Context: an optimization exercise on an open-source flow, tuned for small area, a short achievable clock period and few clock cycles. The choices shown serve that exercise and are no tape-out recipe.
In this exercise RTL edits were held to simulation tests only and were not proved equivalent to the original.
The clock port is modelled as an ideal driver; clocking choices that lean on that would not hold on a real chip.

===== design/flow/design.v =====
module sillage_gen (
    input  wire         clk,
    input  wire         rst,           
    input  wire         req_valid,
    output wire         req_ready,
    input  wire [1:0]   req_op,        
    input  wire [47:0]  req_step,
    input  wire [15:0]  req_stream,
    input  wire [63:0]  req_gei,
    input  wire [127:0] req_seed,
    output wire         resp_valid,
    input  wire         resp_ready,
    output wire [31:0]  resp_data
);
    localparam integer NS = 8;         
    localparam integer DL = 24;        
    localparam [1:0] OP_WORD = 2'd0, OP_UNI = 2'd1, OP_ATM = 2'd2, OP_SEED = 2'd3;
    localparam [2:0] C_NONE = 3'b011;  
    localparam [31:0]  RK_STEP = 32'h6A5D_39E1;
    localparam [127:0] KD = {32'h7B04_D3E8, 32'hC26A_F019, 32'h1D9E_47A5, 32'h8F3B_2C61};
    localparam [63:0]  S_ZERO_SUB = 64'hC3A5_C85C_97CB_3127;
    function [31:0] rotl;
        input [31:0] v;
        input integer n;
        begin
            rotl = (n == 0) ? v : ((v << n) | (v >> (32 - n)));
        end
    endfunction
    function [31:0] add32;
        input [31:0] a, b;
        reg   [31:0] g, p, gn, pn;
        integer      l, i, d;
        begin
            g = a & b;
            p = a ^ b;
            for (l = 0; l < 5; l = l + 1) begin
                d  = 1 << l;
                gn = g;
                pn = p;
                for (i = 0; i < 32; i = i + 1)
                    if ((i / d) % 2 == 1) begin
                        gn[i] = g[i] | (p[i] & g[(i / d) * d - 1]);
                        pn[i] = p[i] & p[(i / d) * d - 1];
                    end
                g = gn;
                p = pn;
            end
            add32 = (a ^ b) ^ {g[30:0], 1'b0};
        end
    endfunction
    function [127:0] round_key;
        input integer     i;
        input [127:0]     key;
        integer           j;
        reg   [31:0]      w;
        begin
            round_key = 128'd0;
            for (j = 0; j < 4; j = j + 1) begin
                w = key[32 * ((i + j) % 4) +: 32];
                round_key[32 * j +: 32] = add32(rotl(w, 8 * i), i * RK_STEP);
            end
        end
    endfunction
    reg  [127:0]    k;                 
    reg             tag_v;             
    reg             sp;                
    reg             ir_v, ir_miss;
    reg  [1:0]      ir_op;
    reg  [5:0]      ir_pos;
    reg  [127:0]    ir_c;              
    reg  [128*NS-1:0] rr;              
    reg  [3*DL+2:0] dc;                
    reg  [6*DL+5:0] dp;                
    reg  [127:0]    y;                 
    reg  [2:0]      b_c;               
    reg  [5:0]      b_pos;
    reg             b2_v, b2_uni;      
    reg  [31:0]     b2_d;
    reg  [63:0]     w;                 
    reg  [2:0]      wpos;
    reg             wval;
    reg             q0_v, q1_v;        
    reg  [31:0]     q0, q1;
    reg             rdy;
    assign resp_valid = q0_v;
    assign resp_data  = q0;
    assign req_ready  = rdy;
    function dm;                       
        input integer i;
        begin
            dm = dc[3 * i + 2];
        end
    endfunction
    function ds;                       
        input integer i;
        begin
            ds = (dc[3 * i +: 3] == 3'b111);
        end
    endfunction
    wire       b_v   = (b_c != C_NONE);
    wire [1:0] b_op  = b_c[1:0];
    wire [2:0] ph    = b_pos[5:3];
    wire [2:0] pl    = b_pos[2:0];
    wire       a_reinit = !wval || (ph < wpos);
    wire [2:0] a_cpos   = a_reinit ? 3'd0 : wpos;
    wire       a_ready  = (a_cpos == ph);
    wire       b_atm    = b_v && (b_op == OP_ATM);
    wire       be_hold  = b_atm && !a_ready;
    reg        mv;                     
    wire       move     = mv;
    wire collision = dm(8) | dm(16);
    wire ir_go   = ir_v && (!ir_miss || (!collision && !sp));
    wire launch  = move && ir_go && ir_miss;
    wire accept  = req_valid && rdy;
    wire        in_seed = (req_op == OP_SEED);
    wire [61:0] in_grp  = (req_op == OP_ATM) ? {req_gei[63:6], 4'b0000} : req_gei[63:2];
    wire [127:0] in_ctr = {req_step[47:16], req_step[15:0], req_stream, 2'b00, in_grp};
    wire [127:0] in_c   = in_seed ? req_seed : in_ctr;
    wire        eq_td   = ({req_step, req_stream} == ir_c[127:64]);
    wire        eq_ga   = ({2'b00, req_gei[63:6], 4'b0000} == ir_c[63:0]);
    wire        eq_gw   = ({2'b00, req_gei[63:2]} == ir_c[63:0]);
    wire        in_miss = in_seed || !tag_v || !eq_td || !((req_op == OP_ATM) ? eq_ga : eq_gw);
    wire [127:0] ksk1 = round_key(1, k);
    wire [127:0] ksk2 = round_key(2, k);
    wire [127:0] ksk3 = round_key(3, k);
    wire [127:0] inj  = (dm(8)  ? (ds(8)  ? round_key(1, KD) : ksk1) : 128'd0)
                      | (dm(16) ? (ds(16) ? round_key(2, KD) : ksk2) : 128'd0)
                      | (dm(24) ? (ds(24) ? round_key(3, KD) : ksk3) : 128'd0);
    wire [128*NS-1:0] ro;              
    genvar gs;
    generate
        for (gs = 0; gs < NS; gs = gs + 1) begin : stg
            wire [127:0] xin = rr[128 * gs +: 128];
            wire [31:0] x0 = xin[31:0], x1 = xin[63:32], x2 = xin[95:64], x3 = xin[127:96];
            if (gs % 2 == 0) begin : ha
                localparam integer RA = (gs / 2 == 0) ? 7 : (gs / 2 == 1) ? 19 : (gs / 2 == 2) ? 13 : 25;
                wire [31:0] a0 = add32(x0, rotl(x3, RA));
                wire [31:0] a2 = x2 ^ a0;
                assign ro[128 * gs +: 128] = {x3, a2, x1, a0};
            end else begin : hb
                localparam integer RB = (gs / 2 == 0) ? 11 : (gs / 2 == 1) ? 3 : (gs / 2 == 2) ? 29 : 17;
                wire [31:0] a1 = add32(x1, rotl(x2, RB));
                wire [31:0] a3 = x3 ^ a1;
                if (gs == NS - 1) begin : inj_s
                    assign ro[128 * gs +: 128] = {x0, a3, x2, a1} ^ inj;
                end else begin : plain
                    assign ro[128 * gs +: 128] = {x0, a3, x2, a1};
                end
            end
        end
    endgenerate
    wire [127:0] ring_out = ro[128 * (NS - 1) +: 128];
    wire [127:0] key0     = (ir_op == OP_SEED) ? KD : k;
    wire [127:0] x_init   = {add32(ir_c[127:96], key0[127:96]), add32(ir_c[95:64], key0[95:64]),
                             add32(ir_c[63:32],  key0[63:32]),  add32(ir_c[31:0],  key0[31:0])};
    reg [31:0] yw;
    always @(*) begin
        case (b_pos[1:0])
            2'd0: yw = y[31:0];
            2'd1: yw = y[63:32];
            2'd2: yw = y[95:64];
            default: yw = y[127:96];
        endcase
    end
    wire [23:0] um = yw[31:8];
    reg  [4:0]  ulz;
    integer     ub;
    always @(*) begin
        ulz = 5'd0;
        for (ub = 0; ub < 24; ub = ub + 1)
            if (um[ub]) ulz = 5'd23 - ub[4:0];
    end
    wire [63:0] sseed = (y[63:0] == 64'd0) ? S_ZERO_SUB : y[63:0];
    wire [63:0] winit = {sseed[63] ^ sseed[3] ^ sseed[2] ^ sseed[0],
                         sseed[62] ^ sseed[2] ^ sseed[1],
                         sseed[61] ^ sseed[1] ^ sseed[0],
                         sseed[60] ^ sseed[0],
                         sseed[59:0]};
    wire [63:0] wcur = a_reinit ? winit : w;
    reg  [127:0] wext;
    integer      wi;
    always @(*) begin
        wext = {64'd0, wcur};
        for (wi = 64; wi < 128; wi = wi + 1)
            wext[wi] = wext[wi - 60] ^ wext[wi - 61] ^ wext[wi - 63] ^ wext[wi - 64];
    end
    wire [63:0] wadv = wext[127:64];
    wire [7:0]  wbyte_r = wcur[8 * pl +: 8];
    wire [7:0]  wbyte = {wbyte_r[0], wbyte_r[1], wbyte_r[2], wbyte_r[3],
                         wbyte_r[4], wbyte_r[5], wbyte_r[6], wbyte_r[7]};
    reg [31:0] b_res;
    always @(*) begin
        case (b_op)
            OP_WORD: b_res = yw;
            OP_UNI:  b_res = {3'b000, ulz, um};
            OP_ATM:  b_res = {24'd0, wbyte};
            default: b_res = y[31:0];
        endcase
    end
    reg  [63:0] w_n;
    reg  [2:0]  wpos_n;
    reg         wval_n;
    always @(*) begin
        w_n = w; wpos_n = wpos; wval_n = wval;
        if (b_atm) begin
            if (!a_ready) begin
                w_n = wadv; wpos_n = a_cpos + 3'd1; wval_n = 1'b1;
            end else if (move) begin
                wval_n = 1'b1;
                if (pl == 3'd7 && ph != 3'd7) begin
                    w_n = wadv; wpos_n = ph + 3'd1;
                end else begin
                    w_n = wcur; wpos_n = a_cpos;
                end
            end
        end
        if (move && dm(DL))
            wval_n = 1'b0;
    end
    wire [23:0] b2_um   = b2_d[23:0];
    wire [4:0]  b2_lz   = b2_d[28:24];
    wire [23:0] b2_norm = b2_um << b2_lz;
    wire [31:0] b2_out  = !b2_uni ? b2_d :
                          (b2_um == 24'd0) ? 32'd0 : {1'b0, 8'd126 - {3'b000, b2_lz}, b2_norm[22:0]};
    wire enq = move && b2_v;
    wire deq = q0_v && resp_ready;
    wire q0_v_n = deq ? (q1_v || enq) : (q0_v || enq);
    wire q1_v_n = deq ? 1'b0 : (q1_v || (q0_v && enq));
    wire       ir_v_n    = move ? (accept || (ir_v && !ir_go)) : ir_v;
    wire       ir_miss_n = accept ? in_miss : ir_miss;
    wire [2:0] b_c_n     = move ? dc[3 * DL +: 3] : b_c;
    wire [5:0] b_pos_n   = move ? dp[6 * DL +: 6] : b_pos;
    wire       coll_n    = move ? (dm(7) | dm(15)) : collision;
    wire       sp_n      = (launch && ir_op == OP_SEED) ? 1'b1 :
                           (move && ds(DL))            ? 1'b0 : sp;
    wire       nb_atm    = (b_c_n != C_NONE) && (b_c_n[1:0] == OP_ATM);
    wire       nreinit   = !wval_n || (b_pos_n[5:3] < wpos_n);
    wire       nready    = (nreinit ? 3'd0 : wpos_n) == b_pos_n[5:3];
    wire       nmove     = !q1_v_n && !(nb_atm && !nready);
    wire       rdy_n     = nmove && (!ir_v_n || !ir_miss_n || (!coll_n && !sp_n));
    always @(posedge clk) begin
        if (rst) begin
            k     <= 128'd0;
            tag_v <= 1'b0;
            sp    <= 1'b0;
            ir_v  <= 1'b0;
            dc    <= {(DL + 1){C_NONE}};
            b_c   <= C_NONE;
            b2_v  <= 1'b0;
            wval  <= 1'b0;
            q0_v  <= 1'b0;
            q1_v  <= 1'b0;
            rdy   <= 1'b1;
            mv    <= 1'b1;
        end else begin
            mv   <= nmove;
            q0_v <= q0_v_n;
            q1_v <= q1_v_n;
            ir_v <= ir_v_n;
            sp   <= sp_n;
            rdy  <= rdy_n;
            wval <= wval_n;
            if (accept)
                tag_v <= !in_seed;
            if (move) begin
                dc[5:3] <= ir_go ? {ir_miss, ir_op} : C_NONE;
                dc[3 * DL + 2:6] <= dc[3 * DL - 1:3];
                b_c  <= dc[3 * DL +: 3];
                b2_v <= b_v;
                if (ds(DL))
                    k <= ring_out;
            end
        end
    end
    integer di;
    always @(posedge clk) begin
        w    <= w_n;
        wpos <= wpos_n;
        if (deq) begin
            if (q1_v)
                q0 <= q1;
            else if (enq)
                q0 <= b2_out;
        end else if (enq) begin
            if (q0_v)
                q1 <= b2_out;
            else
                q0 <= b2_out;
        end
        if (accept) begin
            ir_miss <= in_miss;
            ir_op   <= req_op;
            ir_pos  <= req_gei[5:0];
            ir_c    <= in_c;
        end
        if (move) begin
            rr[127:0] <= launch ? x_init : ring_out;
            for (di = 1; di < NS; di = di + 1)
                rr[128 * di +: 128] <= ro[128 * (di - 1) +: 128];
            dp[11:6] <= ir_pos;
            for (di = 2; di <= DL; di = di + 1)
                dp[6 * di +: 6] <= dp[6 * (di - 1) +: 6];
            b_pos <= dp[6 * DL +: 6];
            if (dm(DL))
                y <= ring_out;
            b2_uni <= (b_op == OP_UNI);
            b2_d   <= b_res;
        end
    end
endmodule

===== design/flow/constraint.sdc =====
create_clock -name core_clock -period 10.0 [get_ports {clk}]
set_input_delay 2.0000 -clock core_clock [delete_from_list [all_inputs] [get_ports {clk}]]
set_output_delay 2.0000 -clock core_clock [all_outputs]
set_load 0.01 [all_outputs]

===== design/flow/flow/run.sh =====
#!/bin/bash
set -euo pipefail
bash standard.sh SETUP_SLACK_MARGIN=6.5 "BUFFER_PORTS_ARGS=-buffer_cell sky130_fd_sc_hd__buf_2" finish > run_standard.log 2>&1

===== design/flow/standard.sh =====
#!/bin/bash
# synth_recipe.tcl (not shown) runs the flow's synth.tcl, then flattens the netlist and writes it again
# the make line also repeats each setting of config.mk as NAME=value (left out here)
make -C /OpenROAD-flow-scripts/flow DESIGN_CONFIG=/design/flow/config.mk WORK_HOME=/design/flow/orfs CLKGATE_MAP_FILE= SYNTH_SCRIPT=/design/flow/synth_recipe.tcl "${@:-finish}"

===== design/flow/config.mk =====
export PLATFORM = sky130hd
export DESIGN_NAME = sillage_gen
export DESIGN_NICKNAME = sillage_gen
export VERILOG_FILES = /design/flow/design.v
export SDC_FILE = /design/flow/constraint.sdc
export NUM_CORES = 4
export LEC_CHECK = 0
export CAP_MARGIN = 20
export CORE_MARGIN = 2
export CORE_UTILIZATION = 55
export SLEW_MARGIN = 20

==> results of run 1 <==
==> metrics by stage <==
step	cell area [um^2]	worst slack, ns	cells	hold slack (ns)
global route	117500	5.818	11170	0.4089
CTS	111900	5.926	10910	0.4064
finish	117500	5.726	11180	0.4042
detailed placement	98310	4.415	10250	0.4045
global placement	98190	4.476	10250	0.4002
floorplan	94040	-1.895	7957	0.4003
==> placed cells by master (no fill, tap or decap), drive strengths merged, types with 73 or more instances in the layout <==
master / instances
buf: 1013
nor2: 402
xnor2: 645
xor2: 549
nand2: 991
and2: 130
a211oi: 73
inv: 276
nor3: 128
ha: 437
clkinv: 87
o21a: 80
clkbuf: 224
a21oi: 362
o21ai: 356
nand3: 83
nand2b: 106
a21o: 112
edfxtp: 1596
dfxtp: 219
==> layer usage <==
layer / up-vias / part of all wire, %
met2: 5191 / 40
met5: - / 0.035
met3: 1018 / 15
met4: 20 / 7.9
met1: 35570 / 37
li1: 30380 / -
==> how the worst max path moves through the flow <==
stage | from | endpoint | slack (ns) | cells after the start
finish | k[93] | rr[59] | 5.73 | 14
global route | k[93] | rr[59] | 5.82 | 14
CTS | k[93] | rr[59] | 5.93 | 14
detailed placement | ir_op[1] | rr[63] | 4.42 | 14
global placement | ir_op[1] | rr[63] | 4.48 | 14
floorplan | mv | rdy | -1.89 | 10
==> sequential cells by signal (all words and copies together), names as in the netlist, 3 cells and up, named ones only <==
register / cells
b2_d: 32
b_pos: 6
dc: 72
dp: 144
ir_c: 128
ir_pos: 6
k: 128
q0: 32
q1: 32
rr: 1024
w: 64
wpos: 3
y: 128
==> logic make-up after synthesis <==
| group | Yosys count | synth area share [%] |
|---|---|---|
| and+or+nand+nor | 2154 | 10.49 |
| DFF | 1815 | 55.65 |
| AOI/OAI and AO/OA | 1484 | 10.42 |
| xor gates and xnor gates | 1196 | 11.17 |
| buffers and inverters | 651 | 2.654 |
| adders and majority gates | 497 | 7.094 |
| muxes | 160 | 2.530 |
==> worst max-delay path: stages (launching register included) <==
cell	delay [ns]
dfxtp_2	0.31
buf_6	0.11
or4_4	0.55
o211ai_1	0.36
nand3b_4	0.17
o41ai_4	0.34
a21oi_2	0.11
a31oi_1	0.18
xor2_1	0.09
a222oi_1	1.05
buf_4	0.30
xnor2_2	0.07
buf_6	0.17
nand2_4	0.08
o21ai_4	0.10
==> what timing repair did <==
action,in CTS,in global routing
endpoints found under the setup margin,866,511
gates cloned,14,3
pin swaps,281,381
hold buffers,0,0
setup buffers,302,257
resized for setup,903,644
==> cell type report <==
cell class / count / area, um^2
Tap cell: 2218 / 2775
Antenna cell: 9 / 22.52
Timing Repair Buffer: 1020 / 8295
Inverter: 277 / 1097
Multi-Input combinational cell: 5499 / 46520
Clock buffer: 220 / 4888
Fill cell: 11910 / 52180
Sequential cell: 1815 / 52460
Clock inverter: 125 / 1428
==> flow_summary.json, run 1 <==
{
  "status": "finished clean",
  "netlist_area_um2": 94000,
  "drc": 0,
  "drt_iter0_drc": 11090,
  "syn_avg_cell_area_um2": 11.81,
  "seq_area_frac_synth_pct": 55.65,
  "end_kind": "register",
  "antenna_found_initial": 55,
  "postLayoutCoreUtil_pct": 69.24,
  "antenna_left": 0,
  "critical_path_arrival_ns": 4.83,
  "root_buffer": "clkbuf_16",
  "wl_per_cell_um": 35.49,
  "start_util_pct": 55.41,
  "path_max_fanout": 3,
  "grt_use_met2_pct": 60.27,
  "synth_area_leaders": "edfxtp_1, xnor2_1, ha_1",
  "ys.flop_type": "edfxtp_1",
  "finalSetupViolCount": 0,
  "met3_usage_pct": 17.13,
  "fin_crit_ns": 4.274,
  "nNetsFinal": 9558,
  "synth_top_area_share_pct": 50.98,
  "hold_path_end": "rr[433]",
  "r2r-start": "k[93]",
  "final_layout_size_suffix_gt1_share_pct": 27.12,
  "dp_hpwl_um": 293500,
  "synth-seq-cells": 1815,
  "portBuffers": 295,
  "syn_nets": 8716,
  "final_hold_viol_count": 0,
  "synth_top_area_cell": "edfxtp_1",
  "area_growth_pct": 24.97,
  "slew_headroom_pct": 7.712,
  "grt_util_all_layers_pct": 44.19,
  "worst_pin_slew_ns": 1.384,
  "max_cap_viol_count": 0,
  "ys_types": 94,
  "cts_made_buffers": 186,
  "cts_max_level": 4,
  "finalSetupTns_ns": 0,
  "via_per_inst": 6.454,
  "critical_path_class": "reg -> reg",
  "fp.dieW_um": 417.4,
  "report.final.slew_viol_count": 0,
  "rows": 151,
  "clock_sinks": 1815,
  "reg2reg_depth": 14,
  "hp-start": "rr[305]",
  "vias": 72180,
  "grt_max_degree": 206,
  "die_height_um": 417.4,
  "clk_latency_ns": 0.86,
  "cts_tree": "built",
  "grt_pass1_vias": 66050,
  "synth_common_cells": "edfxtp_1, nand2_1, xnor2_1",
  "r2r-end": "rr[59]",
  "cp.required_ns": 10.55,
  "grt-busiest-layer": "met2",
  "overflow": 0,
  "max-clock-path-buffers": 3,
  "io-pin-count": 296,
  "ys.warnings.count": 1,
  "async_flop_share_pct": 0,
  "synth_edf_count": 1596,
  "finalCritPeriodShare_pct": 42.74,
  "fp.coreArea_um2": 169700,
  "fmaxAchievable_ghz": 0.2340,
  "grtUsageMet1_pct": 59.00,
  "cp-start-kind": "register",
  "clk_pin_slew_ns": 0.07,
  "die_area_um2": 174200,
  "grt_pass1_wl_um": 527600,
  "clock_skew_ns": 0.04865,
  "hp-class": "reg -> reg",
  "rrSetupSlack_ns": 5.73,
  "synth_most_common_cell": "edfxtp_1",
  "drt_wl_total_um": 396900,
  "place_congestion": 1.093,
  "syn_inst": 7957,
  "rsz0062_at_grt": "yes",
  "dr.pass1.iters": 7,
  "min_path_cells": 0
}
Testbench counts, summed over its fixed seeds: cycles 6,884.
==> run 2: changes to the inputs <==
--- a/design/flow/design.v
+++ b/design/flow/design.v
@@ -49,17 +49,4 @@
         end
     endfunction
-    function [127:0] round_key;
-        input integer     i;
-        input [127:0]     key;
-        integer           j;
-        reg   [31:0]      w;
-        begin
-            round_key = 128'd0;
-            for (j = 0; j < 4; j = j + 1) begin
-                w = key[32 * ((i + j) % 4) +: 32];
-                round_key[32 * j +: 32] = add32(rotl(w, 8 * i), i * RK_STEP);
-            end
-        end
-    endfunction
     reg  [127:0]    k;                 
     reg             tag_v;             
@@ -86,16 +73,12 @@
     assign resp_data  = q0;
     assign req_ready  = rdy;
-    function dm;                       
-        input integer i;
-        begin
-            dm = dc[3 * i + 2];
-        end
-    endfunction
-    function ds;                       
-        input integer i;
-        begin
-            ds = (dc[3 * i +: 3] == 3'b111);
+    wire [DL:1] dmv, dsv;
+    genvar gi;
+    generate
+        for (gi = 1; gi <= DL; gi = gi + 1) begin : dlf
+            assign dmv[gi] = dc[3 * gi + 2];
+            assign dsv[gi] = (dc[3 * gi +: 3] == 3'b111);
         end
-    endfunction
+    endgenerate
     wire       b_v   = (b_c != C_NONE);
     wire [1:0] b_op  = b_c[1:0];
@@ -109,5 +92,5 @@
     reg        mv;                     
     wire       move     = mv;
-    wire collision = dm(8) | dm(16);
+    wire collision = dmv[8] | dmv[16];
     wire ir_go   = ir_v && (!ir_miss || (!collision && !sp));
     wire launch  = move && ir_go && ir_miss;
@@ -121,10 +104,37 @@
     wire        eq_gw   = ({2'b00, req_gei[63:2]} == ir_c[63:0]);
     wire        in_miss = in_seed || !tag_v || !eq_td || !((req_op == OP_ATM) ? eq_ga : eq_gw);
-    wire [127:0] ksk1 = round_key(1, k);
-    wire [127:0] ksk2 = round_key(2, k);
-    wire [127:0] ksk3 = round_key(3, k);
-    wire [127:0] inj  = (dm(8)  ? (ds(8)  ? round_key(1, KD) : ksk1) : 128'd0)
-                      | (dm(16) ? (ds(16) ? round_key(2, KD) : ksk2) : 128'd0)
-                      | (dm(24) ? (ds(24) ? round_key(3, KD) : ksk3) : 128'd0);
+    reg  [127:0] inj;
+    reg  [1:0]   nlap;
+    reg          nseed;
+    always @(*) begin
+        nlap  = 2'd0;
+        nseed = dsv[7];
+        if (dmv[15]) begin nlap = 2'd1; nseed = dsv[15]; end
+        if (dmv[23]) begin nlap = 2'd2; nseed = dsv[23]; end
+    end
+    wire [127:0] nkey = nseed ? KD : k;
+    reg  [127:0] nkr;
+    reg  [31:0]  nkc;
+    always @(*) begin
+        case (nlap)
+            2'd0: begin
+                nkr = {rotl(nkey[31:0], 8),   rotl(nkey[127:96], 8),
+                       rotl(nkey[95:64], 8),  rotl(nkey[63:32], 8)};
+                nkc = RK_STEP;
+            end
+            2'd1: begin
+                nkr = {rotl(nkey[63:32], 16), rotl(nkey[31:0], 16),
+                       rotl(nkey[127:96], 16), rotl(nkey[95:64], 16)};
+                nkc = RK_STEP + RK_STEP;
+            end
+            default: begin
+                nkr = {rotl(nkey[95:64], 24), rotl(nkey[63:32], 24),
+                       rotl(nkey[31:0], 24),  rotl(nkey[127:96], 24)};
+                nkc = RK_STEP + RK_STEP + RK_STEP;
+            end
+        endcase
+    end
+    wire [127:0] inj_n = {add32(nkr[127:96], nkc), add32(nkr[95:64], nkc),
+                          add32(nkr[63:32], nkc),  add32(nkr[31:0], nkc)};
     wire [128*NS-1:0] ro;              
     genvar gs;
@@ -215,5 +225,5 @@
             end
         end
-        if (move && dm(DL))
+        if (move && dmv[DL])
             wval_n = 1'b0;
     end
@@ -231,7 +241,7 @@
     wire [2:0] b_c_n     = move ? dc[3 * DL +: 3] : b_c;
     wire [5:0] b_pos_n   = move ? dp[6 * DL +: 6] : b_pos;
-    wire       coll_n    = move ? (dm(7) | dm(15)) : collision;
+    wire       coll_n    = move ? (dmv[7] | dmv[15]) : collision;
     wire       sp_n      = (launch && ir_op == OP_SEED) ? 1'b1 :
-                           (move && ds(DL))            ? 1'b0 : sp;
+                           (move && dsv[DL])            ? 1'b0 : sp;
     wire       nb_atm    = (b_c_n != C_NONE) && (b_c_n[1:0] == OP_ATM);
     wire       nreinit   = !wval_n || (b_pos_n[5:3] < wpos_n);
@@ -268,5 +278,5 @@
                 b_c  <= dc[3 * DL +: 3];
                 b2_v <= b_v;
-                if (ds(DL))
+                if (dsv[DL])
                     k <= ring_out;
             end
@@ -302,8 +312,9 @@
                 dp[6 * di +: 6] <= dp[6 * (di - 1) +: 6];
             b_pos <= dp[6 * DL +: 6];
-            if (dm(DL))
+            if (dmv[DL])
                 y <= ring_out;
             b2_uni <= (b_op == OP_UNI);
             b2_d   <= b_res;
+            inj    <= inj_n;
         end
     end
==> design/flow/flow/run.sh (replaced) <==
#!/bin/bash
set -euo pipefail
bash standard.sh SETUP_SLACK_MARGIN=6.2 "BUFFER_PORTS_ARGS=-buffer_cell sky130_fd_sc_hd__buf_2" finish > run_standard.log 2>&1
==> run 2 against run 1 <==
Highest routed layer unchanged. Cell count fell by 0.42%. Via count fell by 3.5%. Critical path type unchanged.
==> flow_summary.json, run 2 <==
{
  "cts_max_level": 4,
  "grt_use_met2_pct": 56.74,
  "syn_nets": 8582,
  "worst_path_max_delay_cell": "o31ai_4",
  "place_congestion": 1.054,
  "max_cap_viol_count": 0,
  "final_cell_mix": "edfxtp_1, nand2_1, nor2_1",
  "synth_top_area_share_pct": 53.38,
  "fp.dieW_um": 423.9,
  "cts_made_buffers": 202,
  "synth_common_cells": "edfxtp_1, nand2_1, nor2_1",
  "ys_types": 112,
  "netlist_area_um2": 96990,
  "postPlaceCellArea_um2": 101700,
  "drt_iter0_drc": 9556,
  "area_growth_pct": 21.76,
  "critical_path_class": "reg -> reg",
  "final_hold_viol_count": 0,
  "dr.pass1.iters": 6,
  "dp_hpwl_um": 277800,
  "grt_max_degree": 200,
  "critPathMaxStageDelay_ns": 0.41,
  "grtUsageMet1_pct": 54.53,
  "synth_edf_count": 1724,
  "cp-start-kind": "register",
  "worst_pin_slew_ns": 1.295,
  "syn_avg_cell_area_um2": 12.45,
  "status": "finished clean",
  "io-pin-count": 296,
  "die_height_um": 423.9,
  "synth_top_area_cell": "edfxtp_1",
  "multi_input_area_um2": 43610,
  "overflow": 0,
  "hp-class": "reg -> reg",
  "clk_latency_ns": 0.89,
  "start_util_pct": 55.19,
  "path_max_fanout": 5,
  "cts_tree": "built",
  "antenna_found_initial": 46,
  "cpLargestDelayFamily": "compound AO/OA/AOI/OAI gates",
  "final_layout_size_suffix_gt1_share_pct": 23.17,
  "ctsHoldBuffers": 0,
  "ys.flop_type": "edfxtp_1",
  "clock_skew_ns": 0.07460,
  "finalSetupViolCount": 0,
  "final_common_cell": "edfxtp_1",
  "grt_util_all_layers_pct": 40.09,
  "drc": 0,
  "clock_sinks": 1943,
  "clk_pin_slew_ns": 0.06,
  "fp.coreArea_um2": 175700,
  "wl_per_cell_um": 33.19,
  "largest_reg_flops": 1024,
  "reg_top3": "rr (1024), dp (144)",
  "synth-seq-cells": 1943,
  "path_cells": "nand3b_1, a221oi_4, buf_4, buf_12, buf_12, nor2_4, a22oi_2, o22a_1, ha_2, inv_2, fa_2, a21o_1, o31ai_4, o31ai_4, a211oi_2, buf_4, a31oi_4, a21oi_2, o21ai_2, a21oi_1, a31oi_1",
  "cp.required_ns": 10.59,
  "fillerInstances": 12760,
  "regMostFlops": "rr",
  "met3_usage_pct": 11.55,
  "end_kind": "register",
  "register_area_um2": 56180,
  "drt_wl_total_um": 369600,
  "fmaxAchievable_ghz": 0.2293,
  "root_buffer": "clkbuf_16",
  "antenna_left": 0,
  "grt-busiest-layer": "met2",
  "rsz0062_at_grt": "yes",
  "finalCritPeriodShare_pct": 43.62,
  "synth_most_common_cell": "edfxtp_1",
  "fin_crit_ns": 4.362,
  "async_flop_share_pct": 0,
  "finalSetupTns_ns": 0,
  "vias": 69640,
  "slew_headroom_pct": 13.36,
  "report.final.slew_viol_count": 0,
  "via_per_inst": 6.253,
  "grt_pass1_wl_um": 496500,
  "grt_pass1_vias": 64090,
  "rows": 154,
  "holdWs_ns": 0.3922,
  "critPathBufInv": 5,
  "die_area_um2": 179700,
  "nNetsFinal": 9386,
  "critical_path_arrival_ns": 4.95,
  "max-clock-path-buffers": 3,
  "seq_area_frac_synth_pct": 57.90,
  "portBuffers": 295,
  "synth_area_leaders": "edfxtp_1, ha_1, xnor2_1",
  "ys.warnings.count": 1,
  "fin_area_um2": 118100,
  "syn_inst": 7792
}
-- run 2: layer usage --
layer / vias up / share of wire (%)
met4: 10 / 7.6
met2: 4383 / 42
li1: 29930 / -
met5: - / 0.018
met3: 926 / 12
met1: 34380 / 38
-- run 2: cells by family (layout without fill, tap and decap cells) --
family	count (synthesis)	count (layout)	synth area share, %
other cells	0	25	0
buf+inv	527	1504	2.112
fa+ha+maj	528	528	7.338
compound gates	1351	1351	9.357
flops	1943	1943	57.90
xor+xnor	1092	1092	9.869
mux	257	257	3.514
simple gates	2094	2096	9.912
-- run 2: worst paths after layout --
| check | start | slack (ns) | depth (start not counted) | to |
|---|---|---|---|---|
| max | dc[47] | 5.64 | 21 | inj[31] |
| min | rr[571] | 0.39 | 0 | rr[699] |
| max reg2reg | dc[47] | 5.64 | 21 | inj[31] |
| min reg2reg | rr[571] | 0.39 | 0 | rr[699] |
-- run 2: layout make-up --
| cell class | instances | share of cell area (%) |
|---|---|---|
| Inverter | 261 | 0.8423 |
| Antenna cell | 25 | 0.05297 |
| Clock inverter | 130 | 1.340 |
| Sequential cell | 1943 | 47.57 |
| Multi-Input combinational cell | 5324 | 36.93 |
| Clock buffer | 249 | 4.482 |
| Timing Repair Buffer | 864 | 6.304 |
| Tap cell | 2340 | 2.479 |
-- run 2: worst register-to-register path: stages, from the launching register on --
cell      delay, ns
dfxtp_4        0.36
nand3b_1       0.25
a221oi_4       0.39
buf_4          0.19
buf_12         0.12
buf_12         0.13
nor2_4         0.07
a22oi_2        0.21
o22a_1         0.17
ha_2           0.17
inv_2          0.04
fa_2           0.33
a21o_1         0.22
o31ai_4        0.41
o31ai_4        0.09
a211oi_2       0.19
buf_4          0.18
a31oi_4        0.11
a21oi_2        0.20
o21ai_2        0.07
a21oi_1        0.15
a31oi_1        0.05
-- run 2: repair_timing --
item	CTS	global route
gates cloned	20	5
pin swaps	239	289
setup buffers	225	186
gates resized for setup	565	499
setup endpoints to repair	889	787
-- run 2: through the flow --
stage          utilization [%]  worst slack, ns  cells
4_1_cts                  64.77            5.773  10920
5_1_grt                  67.17            5.525  11110
6_report                 67.20            5.638  11140
2_1_floorplan                -           -2.228   7792
3_3_place_gp             57.81            3.823  10290
3_5_place_dp             57.85            3.854  10300
Testbench counts of run 2, summed over its fixed seeds: cycles 6,884.
==> run 3: changes to the inputs <==
--- a/design/flow/design.v
+++ b/design/flow/design.v
@@ -107,9 +107,11 @@
     reg  [1:0]   nlap;
     reg          nseed;
+    reg  [1:0]   nlap_n;
+    reg          nseed_n;
     always @(*) begin
-        nlap  = 2'd0;
-        nseed = dsv[7];
-        if (dmv[15]) begin nlap = 2'd1; nseed = dsv[15]; end
-        if (dmv[23]) begin nlap = 2'd2; nseed = dsv[23]; end
+        nlap_n  = 2'd0;
+        nseed_n = dsv[6];
+        if (dmv[14]) begin nlap_n = 2'd1; nseed_n = dsv[14]; end
+        if (dmv[22]) begin nlap_n = 2'd2; nseed_n = dsv[22]; end
     end
     wire [127:0] nkey = nseed ? KD : k;
@@ -317,4 +319,6 @@
             b2_d   <= b_res;
             inj    <= inj_n;
+            nlap   <= nlap_n;
+            nseed  <= nseed_n;
         end
     end
--- a/design/flow/config.mk
+++ b/design/flow/config.mk
@@ -6,6 +6,6 @@
 export NUM_CORES = 4
 export LEC_CHECK = 0
-export CAP_MARGIN = 20
+export CAP_MARGIN = 40
 export CORE_MARGIN = 2
 export CORE_UTILIZATION = 55
-export SLEW_MARGIN = 20
+export SLEW_MARGIN = 30
==> run 3 against run 2 <==
Flip-flop and latch count grew 3. Wire length shrank 0.99%. Cell count shrank 1.1%. Sequential share of layout area grew 1.2 points.
==> flow_summary.json, run 3 <==
{
  "wl_per_cell_um": 33.22,
  "final_hold_viol_count": 0,
  "start_util_pct": 55.47,
  "synth_top_area_share_pct": 53.61,
  "reg2reg_depth": 14,
  "drc": 0,
  "ys_types": 93,
  "dp_worst_setup_slack_ns": 4.594,
  "synth_common_cells": "edfxtp_1, nand2_1, nor2_1",
  "cts_max_level": 4,
  "synth_top_area_cell": "edfxtp_1",
  "synth-seq-cells": 1946,
  "seq_area_frac_synth_pct": 58.14,
  "dr.pass1.iters": 9,
  "dp_cells": 10270,
  "antenna_found_initial": 31,
  "regMostFlops": "rr",
  "finalCritPeriodShare_pct": 41.40,
  "grt_util_all_layers_pct": 40.12,
  "place_congestion": 1.056,
  "ys.warnings.count": 1,
  "clk_latency_ns": 0.87,
  "end_kind": "register",
  "nNetsFinal": 9292,
  "via_per_inst": 6.283,
  "rsz0062_at_grt": "yes",
  "hp-class": "reg -> reg",
  "fillerInstances": 12960,
  "fp.coreArea_um2": 174400,
  "die_area_um2": 179300,
  "fin_crit_ns": 4.140,
  "hold_path_end": "dp[32]",
  "async_flop_share_pct": 0,
  "cts_made_buffers": 201,
  "drt_iter0_drc": 9454,
  "synth_edf_count": 1727,
  "grt_pass1_wl_um": 495700,
  "path_max_fanout": 2,
  "clock_skew_ns": 0.04749,
  "critical_path_class": "reg -> reg",
  "min_path_cells": 0,
  "cp-start-kind": "register",
  "largest_reg_flops": 1024,
  "portBuffers": 295,
  "final_cell_mix": "edfxtp_1, nand2_1, nor2_1",
  "critical_path_arrival_ns": 4.74,
  "syn_avg_cell_area_um2": 12.47,
  "worst_pin_slew_ns": 1.053,
  "synth_most_common_cell": "edfxtp_1",
  "syn_inst": 7757,
  "cp.required_ns": 10.60,
  "root_buffer": "clkbuf_16",
  "overflow": 0,
  "postPlaceCellArea_um2": 101800,
  "syn_nets": 8547,
  "max-clock-path-buffers": 3,
  "r2r-start": "rr[477]",
  "hp-start": "dp[26]",
  "grt_pass1_vias": 64180,
  "report.final.slew_viol_count": 0,
  "grt_max_degree": 139,
  "dp_hpwl_um": 274100,
  "die_height_um": 423.4,
  "drt_wl_total_um": 365900,
  "finalSetupViolCount": 0,
  "final_layout_size_suffix_gt1_share_pct": 20.24,
  "rrSetupSlack_ns": 5.86,
  "fin_area_um2": 115400,
  "rows": 153,
  "netlist_area_um2": 96740,
  "slew_headroom_pct": 29.53,
  "synth_area_leaders": "edfxtp_1, ha_1, xor2_1",
  "fmaxAchievable_ghz": 0.2416,
  "reg_top3": "rr (1024), dp (144)",
  "antenna_left": 0,
  "fp.dieW_um": 423.4,
  "vias": 69210,
  "io-pin-count": 296,
  "final_common_cell": "edfxtp_1",
  "clock_sinks": 1946,
  "max_cap_viol_count": 0,
  "status": "finished clean",
  "clk_pin_slew_ns": 0.06,
  "cts_tree": "built",
  "worst_slack_ns": 5.860,
  "stdcell_count": 11020,
  "r2r-end": "rr[607]",
  "area_growth_pct": 19.32,
  "ys.flop_type": "edfxtp_1"
}
-- run 3: cell types whose count changed in the layout (fill, tap and decap cells not counted), sizes merged, moves of 28 or more --
cell / delta
a22oi: +39
buf: -79
nor2: -65
o21ai: +28
xnor2: -101
xor2: +46
-- run 3: how the worst max path moves through the flow --
stage / startpoint / to / cells after the start
floorplan: mv / k[101] / 7
global placement: mv / rr[280] / 5
detailed placement: ir_op[0] / rr[127] / 16
CTS: nlap[1] / inj[127] / 16
global route: rr[477] / rr[607] / 14
finish: rr[477] / rr[607] / 14
-- run 3: routing by layer --
| layer | up-vias | part of all wire (%) | global-route usage, % |
|---|---|---|---|
| met1 | 34260 | 38 | 53.56 |
| met3 | 934 | 12 | 12.04 |
| met2 | 4254 | 42 | 57.21 |
| met5 | - | 0.054 | 0 |
| li1 | 29750 | - | - |
| met4 | 8 | 8.0 | 25.43 |
-- run 3: metrics by stage --
stage	hold WS, ns	setup TNS (ns)	util, %
final	0.4074	0	66.19
after global routing	0.4110	0	66.17
after CTS	0.4056	0	64.53
after detailed placement	0.4045	0	58.38
after global placement	0.4004	0	58.05
after floorplan	0.4003	-824.59	-
-- run 3: repair_timing --
item / in CTS / in global routing
cloned: 29 / 4
gates resized for setup: 380 / 324
hold buffers: 0 / 0
endpoints found under the setup margin: 856 / 511
hold endpoints to repair: 0 / 0
buffers inserted: 159 / 142
pin swaps: 151 / 203
-- run 3: critical path: stages, from the launching register on --
cell	delay, ns
edfxtp_1	0.40
ha_2	0.20
fa_2	0.35
a21o_1	0.19
a21oi_4	0.22
o21ai_2	0.09
o211ai_1	0.29
nand2_1	0.17
buf_4	0.19
o311a_4	0.41
o311a_1	0.32
or3_4	0.40
a21o_4	0.24
a21oi_4	0.15
xnor3_1	0.24
-- run 3: area by class of cell --
cell class / instances / area [um^2] / area share (%)
clock inverters: 132 / 1338 / 1.159
flip-flops and latches: 1946 / 56260 / 48.74
multi-input cells: 5282 / 41890 / 36.29
repair inverters: 1 / 8.758 / 0.007588
well taps: 2325 / 2909 / 2.520
diodes: 13 / 32.53 / 0.02818
clock buffers: 247 / 5341 / 4.627
repair buffers: 797 / 6561 / 5.684
inverters: 273 / 1082 / 0.9376
-- run 3: logic make-up (layout without fill, tap and decap cells) --
kind of cell	Yosys count	after routing	share of synthesized area, %
simple gates	2040	2048	9.605
compound gates	1395	1395	9.490
buf+inv	537	1450	2.134
xor+xnor	1054	1054	9.786
other cells	0	13	0
mux	257	257	3.487
flops	1946	1946	58.14
fa+ha+maj	528	528	7.357
Testbench counts of run 3, summed over its fixed seeds: cycles 6,884.
==> run 4: changes to the inputs <==
--- a/design/flow/config.mk
+++ b/design/flow/config.mk
@@ -6,4 +6,5 @@
 export NUM_CORES = 4
 export LEC_CHECK = 0
+export ABC_AREA = 1
 export CAP_MARGIN = 40
 export CORE_MARGIN = 2
==> run 4 against run 3 <==
Still clean on timing, DRC and antenna. Flip-flop and latch count did not move. Clock skew rose by 0.0017 ns. Count of clock-buffer cells in the layout fell by 11. Wire length fell by 3.2%. Utilization fell by 0.48 points. Worst hold slack improved by 0.0059 ns. Setup slack improved by 0.18 ns. Synthesized cell count rose by 16%. Highest routed layer unchanged.
==> flow_summary.json, run 4 <==
{
  "status": "finished clean",
  "hp-class": "reg -> reg",
  "dr.pass1.iters": 6,
  "syn_inst": 9019,
  "path_max_fanout": 5,
  "critical_path_arrival_ns": 4.54,
  "dp_hpwl_um": 270400,
  "critical_path_class": "reg -> reg",
  "synth_edf_count": 1727,
  "start_util_pct": 55.48,
  "wl_per_cell_um": 29.00,
  "worst_path_max_delay_cell": "edfxtp_1",
  "drc": 0,
  "antenna_left": 0,
  "critPathBufInv": 11,
  "syn_avg_cell_area_um2": 10.87,
  "cp-start-kind": "register",
  "grt_max_degree": 195,
  "dp_cells": 11510,
  "max_cap_viol_count": 0,
  "postPlaceCellArea_um2": 102700,
  "seq_area_frac_synth_pct": 57.38,
  "drt_iter0_drc": 10370,
  "holdWs_ns": 0.4133,
  "grt_pass1_vias": 65820,
  "ys.flop_type": "edfxtp_1",
  "finalSetupViolCount": 0,
  "fin_area_um2": 116100,
  "largest_reg_flops": 1024,
  "regMostFlops": "rr",
  "die_area_um2": 181600,
  "via_per_inst": 5.910,
  "ys_types": 75,
  "worst_pin_slew_ns": 1.102,
  "grt_pass1_wl_um": 482600,
  "area_growth_pct": 18.44,
  "synth_top_area_cell": "edfxtp_1",
  "cts_max_level": 4,
  "nNetsFinal": 10490,
  "crit_path_frequent_cell": "buf_4",
  "fp.dieW_um": 426.2,
  "cts_tree": "built",
  "final_hold_viol_count": 0,
  "cpLargestDelayFamily": "buffers and inverters",
  "vias": 72230,
  "rows": 154,
  "slew_headroom_pct": 26.55,
  "antenna_found_initial": 35,
  "async_flop_share_pct": 0,
  "netlist_area_um2": 98030,
  "clock_sinks": 1946,
  "end_kind": "register",
  "final_cell_mix": "edfxtp_1, nand2_1, inv_1",
  "drt_wl_total_um": 354400,
  "fmaxAchievable_ghz": 0.2523,
  "root_buffer": "clkbuf_16",
  "max-clock-path-buffers": 3,
  "critPathMaxStageDelay_ns": 0.44,
  "synth_top_area_share_pct": 52.90,
  "ys.warnings.count": 1,
  "report.final.slew_viol_count": 0,
  "overflow": 0,
  "io-pin-count": 296,
  "cp.required_ns": 10.58,
  "clk_pin_slew_ns": 0.06,
  "final_common_cell": "edfxtp_1",
  "fp.coreArea_um2": 176700,
  "syn_nets": 9809,
  "finalCritPeriodShare_pct": 39.64,
  "place_congestion": 1.047,
  "synth_area_leaders": "edfxtp_1, ha_1, nand2_1",
  "fin_crit_ns": 3.964,
  "grt_util_all_layers_pct": 38.10,
  "portBuffers": 295,
  "cts_made_buffers": 203,
  "rsz0062_at_grt": "yes",
  "clk_latency_ns": 0.87,
  "final_layout_size_suffix_gt1_share_pct": 18.79,
  "synth_common_cells": "edfxtp_1, nand2_1, inv_1",
  "reg_top3": "rr (1024), dp (144)",
  "clock_skew_ns": 0.04914,
  "synth-seq-cells": 1946,
  "die_height_um": 426.2,
  "stdcell_count": 12220,
  "synth_most_common_cell": "edfxtp_1"
}
run 4: repair_timing:
action | in CTS | in global routing
gates cloned | 21 | 7
endpoints found under the setup margin | 505 | 434
pin swaps | 81 | 199
buffers inserted | 151 | 121
hold buffers | 0 | 0
gates resized for setup | 330 | 381
run 4: cell families (layout without fill, tap and decap cells):
logic type,Yosys count,in the layout,share of synthesized area [%]
compound gates,1446,1449,8.520
xor+xnor,913,913,8.193
fa+ha+maj,528,528,7.260
buf+inv,1412,2262,5.583
flops,1946,1946,57.38
mux,137,137,1.561
other cells,0,10,0
simple gates,2637,2638,11.51
run 4: final cells by class:
cell class | instances | area [um^2]
Clock buffer | 236 | 5225
Multi-Input combinational cell | 5665 | 39400
Tap cell | 2340 | 2928
Sequential cell | 1946 | 56250
Inverter | 1141 | 4358
Timing Repair Buffer | 737 | 6315
Clock inverter | 144 | 1577
Antenna cell | 10 | 25.02
Timing Repair inverter | 4 | 35.03
Fill cell | 13400 | 60590
run 4: path summary, 6_finish.rpt:
kind                            endpoint   start  cells after the start  slack, ns
worst max-delay path             inj[79]   nseed                     27       6.04
worst min-delay path              dp[44]  dp[38]                      0       0.41
worst max register to register   inj[79]   nseed                     27       6.04
worst min register to register    dp[44]  dp[38]                      0       0.41
run 4: metal layers:
metal,global-route usage [%],vias up,part of all wire (%)
met3,9.804,747,12
met5,0,-,0.025
met4,20.58,12,6.7
li1,-,32200,-
met1,54.12,35100,40
met2,53.51,4167,41
run 4: metrics by stage:
stage | TNS [ns] | util, % | setup slack (ns)
after detailed placement | 0 | 58.12 | 4.548
after global placement | 0 | 57.78 | 4.533
final | 0 | 65.71 | 6.036
after floorplan | -797.94 | - | -2.233
after global routing | 0 | 65.70 | 5.858
after CTS | 0 | 63.94 | 6.081
==> run 5: changes to the inputs <==
==> design/flow/flow/run.sh (replaced) <==
#!/bin/bash
set -euo pipefail
bash standard.sh SETUP_SLACK_MARGIN=6.2 \
    "BUFFER_PORTS_ARGS=-buffer_cell sky130_fd_sc_hd__buf_2" \
    "CTS_ARGS=-sink_clustering_enable -repair_clock_nets -dont_use_dummy_load" \
    finish > run_standard.log 2>&1
--- a/design/flow/config.mk
+++ b/design/flow/config.mk
@@ -6,5 +6,4 @@
 export NUM_CORES = 4
 export LEC_CHECK = 0
-export ABC_AREA = 1
 export CAP_MARGIN = 40
 export CORE_MARGIN = 2
==> run 5 against run 4 <==
Register-to-register slack lost 0.17 ns. Via count shrank 4.7%. Flip-flop and latch count is the same. Critical path type unchanged. Largest cell class unchanged.
==> flow_summary.json, run 5 <==
{
  "status": "finished clean",
  "cts_tree": "built",
  "crit_path_frequent_cell": "a21oi_4",
  "clock_sinks": 1946,
  "finalSetupTns_ns": 0,
  "drc": 0,
  "ys_types": 93,
  "end_kind": "register",
  "syn_avg_cell_area_um2": 12.47,
  "cpLargestDelayFamily": "compound AO/OA/AOI/OAI gates",
  "via_per_inst": 6.327,
  "final_hold_viol_count": 0,
  "path_cells": "ha_2, fa_2, a21o_1, a21oi_4, o21ai_2, o211ai_1, nand2_1, buf_4, o311a_4, o311a_1, or3_4, a21o_4, a21oi_4, xnor3_1",
  "syn_nets": 8547,
  "drt_wl_total_um": 366200,
  "holdWs_ns": 0.3948,
  "synth_top_area_share_pct": 53.61,
  "vias": 68830,
  "finalSetupViolCount": 0,
  "die_height_um": 423.4,
  "wl_per_cell_um": 33.67,
  "regMostFlops": "rr",
  "worst_slack_ns": 5.863,
  "synth_edf_count": 1727,
  "hp-class": "reg -> reg",
  "nNetsFinal": 9338,
  "synth-seq-cells": 1946,
  "dr.pass1.iters": 6,
  "rows": 153,
  "fp.dieW_um": 423.4,
  "critical_path_class": "reg -> reg",
  "critical_path_arrival_ns": 4.71,
  "start_util_pct": 55.47,
  "finalCritPeriodShare_pct": 41.37,
  "path_max_fanout": 2,
  "max_cap_viol_count": 0,
  "area_growth_pct": 18.38,
  "clk_latency_ns": 0.86,
  "synth_top_area_cell": "edfxtp_1",
  "grtUsageMet1_pct": 53.37,
  "grt_max_degree": 139,
  "overflow": 0,
  "met3_usage_pct": 12.16,
  "ys.warnings.count": 1,
  "fmaxAchievable_ghz": 0.2417,
  "die_area_um2": 179300,
  "reg_top3": "rr (1024), dp (144)",
  "clock_skew_ns": 0.09442,
  "synth_most_common_cell": "edfxtp_1",
  "grt-busiest-layer": "met2",
  "synth_common_cells": "edfxtp_1, nand2_1, nor2_1",
  "drt_iter0_drc": 9643,
  "clk_pin_slew_ns": 0.06,
  "netlist_area_um2": 96740,
  "grt_use_met2_pct": 57.06,
  "dp_worst_setup_slack_ns": 4.594,
  "grt_pass1_vias": 64060,
  "io-pin-count": 296,
  "final_common_cell": "edfxtp_1",
  "critPathMaxStageDelay_ns": 0.41,
  "fin_crit_ns": 4.137,
  "final_cell_mix": "edfxtp_1, nand2_1, nor2_1",
  "grt_util_all_layers_pct": 40.05,
  "final_layout_size_suffix_gt1_share_pct": 20.17,
  "portBuffers": 295,
  "fp.coreArea_um2": 174400,
  "cp-start-kind": "register",
  "report.final.slew_viol_count": 0,
  "root_buffer": "clkbuf_16",
  "place_congestion": 1.056,
  "critPathBufInv": 1,
  "dp_hpwl_um": 274100,
  "synth_area_leaders": "edfxtp_1, ha_1, xor2_1",
  "ys.flop_type": "edfxtp_1",
  "largest_reg_flops": 1024,
  "cp.required_ns": 10.58,
  "slew_headroom_pct": 25.97,
  "worst_path_max_delay_cell": "o311a_4",
  "worst_pin_slew_ns": 1.107,
  "antenna_left": 0,
  "async_flop_share_pct": 0,
  "max-clock-path-buffers": 3,
  "syn_inst": 7757,
  "cts_made_buffers": 201,
  "grt_pass1_wl_um": 494600,
  "antenna_found_initial": 31,
  "seq_area_frac_synth_pct": 58.14,
  "cts_max_level": 4,
  "rsz0062_at_grt": "yes"
}
-- run 5: cell count changes in the layout (fill, tap and decap cells not counted), moves of 86 or more --
cell,change
a21o_1,+114
a21oi_1,-105
and2_1,+110
buf_4,+86
inv_1,-836
mux2i_1,+117
nand2_1,-574
nand2b_1,+102
nand3_1,-186
o21ai_0,-276
xnor2_1,+117
-- run 5: cells by family (layout without fill, tap and decap cells) --
group	after synthesis	in the layout	share of synthesized area (%)
simple gates	2040	2047	9.605
flops	1946	1946	58.14
compound gates	1395	1395	9.490
xor+xnor	1054	1054	9.786
buf+inv	537	1319	2.134
fa+ha+maj	528	528	7.357
mux	257	257	3.487
other cells	0	7	0
-- run 5: final timing paths --
| path | from | slack, ns | to | cells past startpoint |
|---|---|---|---|---|
| worst max-delay path | rr[477] | 5.86 | rr[607] | 14 |
| worst max register to register | rr[477] | 5.86 | rr[607] | 14 |
| worst min-delay path | dp[28] | 0.39 | dp[34] | 0 |
| worst min register to register | dp[28] | 0.39 | dp[34] | 0 |
-- run 5: layout make-up --
class,instances,area (um^2)
clock buffer,201,5030
fill,12980,59880
sequential,1946,56260
antenna,7,17.52
tap,2325,2909
multi-input combinational,5281,42070
timing repair buffer,845,7139
inverter,273,1090
-- run 5: worst register-to-register path, cell delays in order, from the launching register on --
cell and delay (ns):
edfxtp_1 0.39, ha_2 0.19, fa_2 0.35, a21o_1 0.19, a21oi_4 0.23, o21ai_2 0.10, o211ai_1 0.28, nand2_1 0.18
buf_4 0.19, o311a_4 0.41, o311a_1 0.33, or3_4 0.39, a21o_4 0.24, a21oi_4 0.16, xnor3_1 0.24
-- run 5: repair_timing --
item	4_1_cts	5_1_grt
hold buffers	0	0
buffers inserted	195	151
gates cloned	29	4
resized for setup	425	355
setup endpoints to repair	854	498
pin swaps	173	224
-- run 5: layer usage --
layer,share of wire [%],up-vias
li1,-,29650
met2,42,4277
met3,13,967
met5,0.028,-
met4,8.3,16
met1,38,33920
-- run 5: stage by stage --
step           cell area [um^2]  std cells  util (%)
5_1_grt                  114500      10870     65.65
3_5_place_dp             101800      10270     58.38
4_1_cts                  111400      10700     63.88
3_3_place_gp             101200      10230     58.05
2_1_floorplan             96920       7757         -
6_report                 114500      10880     65.66
==> run 6: changes to the inputs <==
--- a/design/flow/config.mk
+++ b/design/flow/config.mk
@@ -6,4 +6,5 @@
 export NUM_CORES = 4
 export LEC_CHECK = 0
+export ABC_AREA = 1
 export CAP_MARGIN = 40
 export CORE_MARGIN = 2
==> run 6 against run 5 <==
Still clean on timing, DRC and antenna. Die area increased by 1.3%. First-iteration DRC count increased by 8.5%. Flip-flop and latch count unchanged. Fmax increased by 4.3%. Non-clock buffer count decreased by 152. Critical path type unchanged.
==> flow_summary.json, run 6 <==
{
  "synth_edf_count": 1727,
  "syn_avg_cell_area_um2": 10.87,
  "hold_path_end": "rr[945]",
  "synth-seq-cells": 1946,
  "critical_path_class": "reg -> reg",
  "place_congestion": 1.047,
  "yosys.area_share.simple_pct": 11.51,
  "postLayoutCoreUtil_pct": 64.32,
  "ctsHoldBuffers": 0,
  "cp-start-kind": "register",
  "critical_path_arrival_ns": 4.57,
  "max-clock-path-buffers": 3,
  "end_kind": "register",
  "grt_util_all_layers_pct": 37.85,
  "synthAdderAreaFrac_pct": 7.260,
  "drc": 0,
  "synth-compound-area-share_pct": 8.520,
  "io-pin-count": 296,
  "wl_per_cell_um": 29.25,
  "ys.flop_type": "edfxtp_1",
  "reg_top3": "rr (1024), dp (144)",
  "finalCritPeriodShare_pct": 39.66,
  "final_hold_viol_count": 0,
  "grt_pass1_wl_um": 479000,
  "start_util_pct": 55.48,
  "clock_sinks": 1946,
  "ys.warnings.count": 1,
  "synth_top_family_by_area": "simple AND/OR/NAND/NOR gates",
  "path_cells": "buf_6, buf_16, a221oi_2, ha_2, inv_2, fa_2, nor3_4, nand2_1, nand2_1, nand2_1, nand2_2, nor2_4, o21ai_2, nand2_1, nand2_2, a21oi_4, o21ai_2, nand2_2, nand2_4, inv_2, fa_2, inv_2",
  "worst_pin_slew_ns": 1.087,
  "synth_top_area_cell": "edfxtp_1",
  "yosys-mux-area-fraction_pct": 1.561,
  "cts_max_level": 4,
  "synth_top_area_share_pct": 52.90,
  "syn_inst": 9019,
  "dp_hpwl_um": 270400,
  "holdWs_ns": 0.3667,
  "synth_common_cells": "edfxtp_1, nand2_1, inv_1",
  "final_cell_mix": "edfxtp_1, nand2_1, inv_1",
  "ys_types": 75,
  "r2r-end": "inj[80]",
  "crit_path_frequent_cell": "nand2_1",
  "overflow": 0,
  "slew_headroom_pct": 27.28,
  "fmaxAchievable_ghz": 0.2522,
  "seq_area_frac_synth_pct": 57.38,
  "cp.required_ns": 10.61,
  "area_growth_pct": 15.94,
  "hp-class": "reg -> reg",
  "fillerInstances": 13690,
  "clk_latency_ns": 0.87,
  "finalSetupTns_ns": 0,
  "portBuffers": 295,
  "r2r-start": "nlap[1]",
  "rows": 154,
  "rsz0062_at_grt": "yes",
  "dr.pass1.iters": 8,
  "clk_pin_slew_ns": 0.06,
  "worst_path_max_delay_cell": "fa_2",
  "path_max_fanout": 30,
  "die_height_um": 426.2,
  "antenna_left": 0,
  "grt_pass1_vias": 65240,
  "fin_area_um2": 113700,
  "cts_made_buffers": 203,
  "cts_tree": "built",
  "final_layout_size_suffix_gt1_share_pct": 17.16,
  "netlist_area_um2": 98030,
  "min_path_cells": 0,
  "reg2reg_depth": 22,
  "antenna_found_initial": 30,
  "postPlaceCellArea_um2": 102700,
  "grt_max_degree": 195,
  "max_cap_viol_count": 0,
  "async_flop_share_pct": 0,
  "via_per_inst": 5.981,
  "fp.coreArea_um2": 176700,
  "largest_reg_flops": 1024,
  "die_area_um2": 181600,
  "drt_wl_total_um": 351100,
  "fp.dieW_um": 426.2,
  "root_buffer": "clkbuf_16",
  "hp-start": "rr[817]",
  "clock_skew_ns": 0.08998,
  "fin_crit_ns": 3.966,
  "report.final.slew_viol_count": 0,
  "nNetsFinal": 10440,
  "rrSetupSlack_ns": 6.03,
  "critPathMaxStageDelay_ns": 0.54,
  "finalSetupViolCount": 0,
  "syn_nets": 9809,
  "status": "finished clean",
  "vias": 71790,
  "drt_iter0_drc": 10460,
  "synth_most_common_cell": "edfxtp_1",
  "synthXorXnorAreaFrac_pct": 8.193,
  "synth_area_leaders": "edfxtp_1, ha_1, nand2_1",
  "regMostFlops": "rr",
  "final_common_cell": "edfxtp_1"
}
[run 6: changes by cell type in the layout (fill, tap and decap cells not counted), sizes merged, moves of 103 or more]
cell    previous run  this run
and2             123         0
xnor2            491       355
o21ai            277       583
nand2            767      1423
inv              268      1133
nand3             49       300
nor2             563       666
a21oi            370       487
buf              810       664
mux2i            148        10
a21o             128        15
nand2b           111         0
[run 6: per-stage QoR]
stage | std cells | setup WS (ns)
global placement | 11460 | 4.533
global route | 11990 | 5.899
detailed placement | 11510 | 4.548
floorplan | 9019 | -2.233
CTS | 11870 | 6.102
finish | 12000 | 6.034
[run 6: routing by layer]
layer  GRT usage, %  part of all wire [%]  vias to the layer above  wire, um
li1               -                     -                    31940         -
met1          53.86                    40                    34930    141500
met2          53.84                    42                     4219    146500
met3          9.630                    12                      695     41080
met4          18.85                   6.2                       12     21840
met5              0                 0.052                        -       182
[run 6: final cells by class]
cell class | instances | area [um^2] | area share [%]
multi-input combinational | 5665 | 39040 | 34.35
antenna | 11 | 27.53 | 0.02422
tap | 2340 | 2928 | 2.576
inverter | 1141 | 4370 | 3.845
clock buffer | 203 | 5080 | 4.470
sequential | 1946 | 56250 | 49.49
timing repair buffer | 693 | 5928 | 5.216
timing repair inverter | 4 | 35.03 | 0.03083
[run 6: how the worst max path moves through the flow]
stage,slack [ns],start,cells past startpoint,end
global placement,4.53,ir_op[1],21,rr[63]
CTS,6.10,nseed,24,inj[112]
floorplan,-2.23,mv,7,k[43]
finish,6.03,nlap[1],22,inj[80]
detailed placement,4.55,ir_op[1],21,rr[63]
global route,5.90,nseed,26,inj[80]
[run 6: critical path, delay by kind of cell (launching register included)]
kind                     cells  cell delay (ns)
AO/OA/AOI/OAI                4             0.66
adder cells (fa/ha/maj)      3             1.14
buffers and inverters        5             0.49
flip-flops                   1             0.50
AND/OR/NAND/NOR             10             0.99
[run 6: timing repair]
item / CTS / global route
setup endpoints to repair: 502 / 515
resized for setup: 317 / 307
buffers inserted: 132 / 97
gates cloned: 21 / 6
pin swaps: 68 / 150
[run 6: cell families (layout without fill, tap and decap cells)]
logic type,after synthesis,in the layout
compound gates,1446,1449
other cells,0,11
simple gates,2637,2638
fa+ha+maj,528,528
buf+inv,1412,2041
flops,1946,1946
xor+xnor,913,913
mux,137,137
==> run 7: changes to the inputs <==
==> design/flow/flow/run.sh (replaced) <==
#!/bin/bash
set -euo pipefail
bash standard.sh SETUP_SLACK_MARGIN=6.4 \
    "BUFFER_PORTS_ARGS=-buffer_cell sky130_fd_sc_hd__buf_2" \
    "CTS_ARGS=-sink_clustering_enable -repair_clock_nets -dont_use_dummy_load" \
    finish > run_standard.log 2>&1
==> run 7 against run 6 <==
Cell count up 1.3%. Critical path depth up 6. Final area up 2.8%. Via count up 1.3%. Worst hold slack better by 0.0028 ns. Synthesized area unchanged. Die area unchanged. Synthesized cell count unchanged. Global-route usage up 0.42 points.
==> flow_summary.json, run 7 <==
{
  "critical_path_class": "reg -> reg",
  "cts_made_buffers": 203,
  "cpLargestDelayFamily": "buffers and inverters",
  "path_max_fanout": 6,
  "hold_path_end": "rr[945]",
  "hp-start": "rr[817]",
  "finalCritPeriodShare_pct": 39.92,
  "r2r-start": "nlap[1]",
  "ys_types": 75,
  "clk_pin_slew_ns": 0.06,
  "crit_path_frequent_cell": "buf_6",
  "seq_area_frac_synth_pct": 57.38,
  "ys.warnings.count": 1,
  "worst_slack_ns": 6.008,
  "syn_nets": 9809,
  "clock_skew_ns": 0.08687,
  "area_growth_pct": 19.21,
  "final_layout_size_suffix_gt1_share_pct": 21.12,
  "min_path_cells": 0,
  "portBuffers": 295,
  "fin_crit_ns": 3.992,
  "synth-seq-cells": 1946,
  "synth_top_area_share_pct": 52.90,
  "final_common_cell": "edfxtp_1",
  "final_hold_viol_count": 0,
  "reg2reg_depth": 28,
  "finalSetupViolCount": 0,
  "postPlaceCellArea_um2": 102700,
  "cts_max_level": 4,
  "reg_top3": "rr (1024), dp (144)",
  "cp-start-kind": "register",
  "grt_util_all_layers_pct": 38.26,
  "drt_wl_total_um": 357000,
  "rrSetupSlack_ns": 6.01,
  "dp_worst_setup_slack_ns": 4.548,
  "async_flop_share_pct": 0,
  "fillerInstances": 13280,
  "max-clock-path-buffers": 3,
  "cp.required_ns": 10.58,
  "synth_edf_count": 1727,
  "fp.coreArea_um2": 176700,
  "grt_pass1_vias": 66270,
  "overflow": 0,
  "end_kind": "register",
  "fmaxAchievable_ghz": 0.2505,
  "report.final.slew_viol_count": 0,
  "hp-class": "reg -> reg",
  "status": "finished clean",
  "final_cell_mix": "edfxtp_1, nand2_1, inv_1",
  "drc": 0,
  "wl_per_cell_um": 29.37,
  "regMostFlops": "rr",
  "dr.pass1.iters": 7,
  "syn_avg_cell_area_um2": 10.87,
  "syn_inst": 9019,
  "grt_pass1_wl_um": 484500,
  "fp.dieW_um": 426.2,
  "antenna_found_initial": 38,
  "cts_tree": "built",
  "worst_path_max_delay_cell": "edfxtp_1",
  "max_cap_viol_count": 0,
  "slew_headroom_pct": 22.37,
  "die_area_um2": 181600,
  "place_congestion": 1.047,
  "nNetsFinal": 10600,
  "largest_reg_flops": 1024
}
-- run 7: final cells by class --
class	count	area [um^2]	share of cell area, %
diodes	8	20.02	0.01713
repair inverters	4	35.03	0.02998
flip-flops and latches	1946	56250	48.14
repair buffers	847	7501	6.419
well taps	2340	2928	2.505
multi-input cells	5666	40640	34.78
clock buffers	203	5080	4.347
inverters	1141	4400	3.766
-- run 7: kinds of logic after synthesis --
kind of cell	count (synthesis)	share of synthesized area [%]
DFF	1946	57.38
AOI/OAI and AO/OA	1446	8.520
muxes	137	1.561
xor gates and xnor gates	913	8.193
adders and majority gates	528	7.260
and+or+nand+nor	2637	11.51
buffers and inverters	1412	5.583
-- run 7: worst reg2reg max path: cells and delay by family (launching register included) --
kind                       cells  cell delay (ns)
buffers and inverters         20             2.23
DFF                            1             0.50
adders and majority gates      2             0.41
and+or+nand+nor                3             0.33
AOI/OAI and AO/OA              2             0.17
xor gates and xnor gates       1             0.14
-- run 7: layer usage --
layer,track usage [%],vias up,routed length (um)
met3,10.38,798,43070
met1,53.85,35440,141400
met4,19.78,8,23150
li1,-,32260,-
met5,0,-,48
met2,54.30,4244,149300
-- run 7: repair_timing --
| item | 4_1_cts | 5_1_grt |
|---|---|---|
| gates cloned | 23 | 7 |
| setup buffers | 230 | 151 |
| setup endpoints to repair | 700 | 548 |
| gates resized for setup | 616 | 517 |
| hold buffers | 0 | 0 |
| pin swaps | 170 | 258 |
-- run 7: metrics by stage --
stage | cells | TNS (ns) | hold WS, ns | util (%)
after floorplan | 9019 | -797.94 | 0.4003 | -
after global placement | 11460 | 0 | 0.4002 | 57.78
after detailed placement | 11510 | 0 | 0.4045 | 58.12
after CTS | 11970 | 0 | 0.3707 | 64.00
after global routing | 12150 | 0 | 0.3980 | 66.13
final | 12160 | 0 | 0.3695 | 66.14
-- run 7: how the worst max path moves through the flow --
| stage | startpoint | end | slack [ns] | cells past startpoint |
|---|---|---|---|---|
| after CTS | nseed | inj[112] | 6.07 | 24 |
| after global routing | nseed | inj[58] | 5.92 | 29 |
| final | nlap[1] | inj[38] | 6.01 | 28 |
| after floorplan | mv | k[43] | -2.23 | 7 |
| after detailed placement | ir_op[1] | rr[63] | 4.55 | 21 |
| after global placement | ir_op[1] | rr[63] | 4.53 | 21 |

[separate check: timing with driven ports]
The flow's constraints put no driver on any port. The routed layouts listed below were extracted and timed again, unchanged, in two steps. Step 1: set_driving_cell puts a clkbuf_16 on clk and a buf_2 on each other input, an assumption about the parent block. Step 2 adds t to the input delays and takes it off the output delays; t is the mean of the earliest and latest rising clock arrival at the registers after step 1. Input paths then give back, and output paths get back, about the clock's delay inside the block. Three values: ideal, step 1, step 2; two values: the first two.
run | shift t [ns] | slack for setup (ns) | pins driven straight from the clock port
run 1 | 0.914 | 5.726 / 5.726 / 5.239 | 1
run 2 | 0.950 | 5.638 / 5.638 / 5.280 | 1
run 3 | 0.937 | 5.860 / 5.860 / 5.234 | 1
run 4 | 0.951 | 6.036 / 6.036 / 5.507 | 1
run 5 | 0.902 | 5.863 / 5.863 / 5.360 | 1
run 6 | 0.928 | 6.034 / 6.034 / 5.485 | 1
run 7 | 0.923 | 6.008 / 6.008 / 5.655 | 1
After both steps every run listed still meets setup and hold. The setup slack of run 3, which loses most, moves by 0.000 ns with the drivers and by -0.626 ns with both steps.
